Source: an optimization exercise on an open RTL-to-GDS flow (aim: small area, a short achievable clock period and few clock cycles per item). Production flows keep margins and buffers that such runs may drop.
In this exercise RTL edits were held to simulation tests only and were not proved equivalent to the original.
No activity file was given, so power comes from the tool's default toggle rates.

Setup of build 13:
// sha2_core
module sha2_core (
    input  wire         clk,
    input  wire         rst,         
    input  wire         in_valid,
    output reg          in_ready,
    input  wire [63:0]  in_data,
    input  wire         in_first,    
    input  wire [1:0]   in_mode,     
    output reg          out_valid,
    output wire [511:0] digest
);
Size in the first run: ~10000 cells after synthesis, roughly 2100 flip-flops, roughly 580 I/O pins, roughly 120000 sq um of cells after synthesis.
export LEC_CHECK = 0
export CAP_MARGIN = 20
export CORE_MARGIN = 2
export CORE_UTILIZATION = 45
export CTS_CLUSTER_DIAMETER = 110
export CTS_CLUSTER_SIZE = 20
export PLACE_DENSITY = 0.65
export SLEW_MARGIN = 20
export SYNTH_MEMORY_MAX_BITS = 16384
export TNS_END_PERCENT = 0
create_clock -name core_clock -period 12.0 [get_ports {clk}]
standard.sh (not shown) runs the stock make flow with config.mk's settings and CLKGATE_MAP_FILE= SYNTH_SCRIPT=/design/flow/synth_recipe.tcl, a recipe that flattens the netlist after the stock synthesis.
==> flow/flow/run.sh <==
#!/bin/bash
# Layout flow: the standard ORFS flow (standard.sh) with
#  - the port buffers that ORFS inserts made the smallest buffer, buf_1
#    (every input and output port still gets its own buffer).
# The SDC, clock period and all else are the standard flow's.
# The make output (every tool's log in turn) goes to flow_standard.log here;
# ORFS keeps each step's own log under orfs/logs/.
set -o pipefail
cd "$(dirname "$0")/.."
bash standard.sh SETUP_SLACK_MARGIN=8 TNS_END_PERCENT=0 \
    "BUFFER_PORTS_ARGS=-buffer_cell sky130_fd_sc_hd__buf_1" finish > flow_standard.log 2>&1
Testbench counts of build 13, summed over its fixed seeds: cycles 107,884, items 1,420.
Here is what was changed in the inputs of build 37 compared with build 13.
- CORE_UTILIZATION now 50, was 45
- CTS_CLUSTER_DIAMETER now 100, was 110
Notes after the runs:
Going from build 13 to build 37, the die area was shrunk. Build 13 → build 37: total wire length after detailed routing rose 0.42%, non-clock buffer count rose 20. The run showing the greater iteration-0 DRC count of the detailed router is build 37.
Input-level comparison between build 80 and build 37:
- changing CTS_CLUSTER_DIAMETER from 100 to 120
- changing CORE_UTILIZATION from 50 to 45
- changing PLACE_DENSITY from 0.65 to 0.55
## What came out
Shortest period the worst path allows (lower): build 80. Per the comparison of build 80 with build 37, clock buffer instance count of the final layout picked up an extra 3.5%; number of iterations in the first detailed-routing pass lost 3; worst slew slack as a fraction of its limit lower. Build 37 → build 80: sequential share of layout area was more or less identical; global placer's final weighted congestion went down by about 6%; overall power of the completed layout went down by about 4%.


== main ==
Another version of the RTL of sha2_core (not shown whole).
For scale: roughly 9800 cells after synthesis, ~2100 flip-flops, roughly 580 I/O pins, ~120000 µm² of cells after synthesis.
export LEC_CHECK = 0
export CAP_MARGIN = 20
export CORE_MARGIN = 2
export CORE_UTILIZATION = 45
export PLACE_DENSITY = 0.55
export SLEW_MARGIN = 20
export SYNTH_MEMORY_MAX_BITS = 16384
export TNS_END_PERCENT = 0
create_clock -name core_clock -period 12.0 [get_ports {clk}]
==> flow/flow/run.sh <==
#!/bin/bash
set -o pipefail
cd "$(dirname "$0")/.."
bash standard.sh SETUP_SLACK_MARGIN=8 TNS_END_PERCENT=0 finish > flow_standard.log 2>&1
Testbench counts of main, summed over its fixed seeds: cycles 107,884, items 1,420.
Here is what was changed in the inputs of the feature branch compared with main.
# main
export LEC_CHECK = 0
export CAP_MARGIN = 20
export CORE_MARGIN = 2
export CORE_UTILIZATION = 45
export PLACE_DENSITY = 0.55
export SLEW_MARGIN = 20
export SYNTH_MEMORY_MAX_BITS = 16384
export TNS_END_PERCENT = 0
create_clock -name core_clock -period 12.0 [get_ports {clk}]
# the feature branch
export LEC_CHECK = 0
export CAP_MARGIN = 20
export CORE_MARGIN = 2
export CORE_UTILIZATION = 45
export CTS_CLUSTER_DIAMETER = 120
export CTS_CLUSTER_SIZE = 20
export PLACE_DENSITY = 0.55
export SLEW_MARGIN = 20
export SYNTH_MEMORY_MAX_BITS = 16384
export TNS_END_PERCENT = 0
create_clock -name core_clock -period 12.0 [get_ports {clk}]
==> flow/flow/run.sh <==
#!/bin/bash
# Layout flow: the standard ORFS flow (standard.sh) with
#  - the port buffers that ORFS inserts made the smallest buffer, buf_1
#    (every input and output port still gets its own buffer).
# The SDC, clock period and all else are the standard flow's.
# The make output (every tool's log in turn) goes to flow_standard.log here;
# ORFS keeps each step's own log under orfs/logs/.
set -o pipefail
cd "$(dirname "$0")/.."
bash standard.sh SETUP_SLACK_MARGIN=8 TNS_END_PERCENT=0 \
    "BUFFER_PORTS_ARGS=-buffer_cell sky130_fd_sc_hd__buf_1" finish > flow_standard.log 2>&1
Notes after the runs:
- main → the feature branch: final core utilization shrank by 2.8 points, number of levels the H-tree was split into went down by 1, global-route usage shrank by 0.38 points, clock network fraction of total power fell 5.5 points, post-route met1 wirelength held.
- Worst setup path startpoint: run$_SDFF_PP0_ -> the feature branch, cur256$_DFF_P_ -> main

## separate check: timing with driven ports
No port has a modelled driver above. Below, the same layouts with a new extraction and two added sets of constraints. Step 1: set_driving_cell puts a clkbuf_16 on clk and a buf_2 on each other input, an assumption about the parent block. Step 2 also shifts input and output timing later by t, the mid clock arrival at the registers, as if the neighbouring blocks saw the same clock. a / b / c = ideal / step 1 / step 2; a / b = the first two.
| run | t (ns) | setup slack, ns | hold slack, ns | worst register clock-pin slew, ns |
|---|---|---|---|---|
| build 13 | 0.964 | 6.302 / 6.302 / 5.601 | 0.402 / 0.402 / 0.402 | 0.10 / 0.10 |
| build 37 | 0.961 | 6.262 / 6.262 / 5.532 | 0.361 / 0.361 / 0.361 | 0.10 / 0.10 |
| build 80 | 0.980 | 6.314 / 6.314 / 5.490 | 0.368 / 0.368 / 0.368 | 0.11 / 0.11 |
| main | 1.029 | 6.126 / 6.126 / 5.224 | 0.346 / 0.346 / 0.346 | 0.07 / 0.07 |
| the feature branch | 1.009 | 6.166 / 6.166 / 5.397 | 0.391 / 0.391 / 0.391 | 0.12 / 0.12 |
After both steps every run listed still meets setup and hold. For main, which loses most, drivers alone change the setup slack by 0.000 ns; drivers and shift together by -0.902 ns.
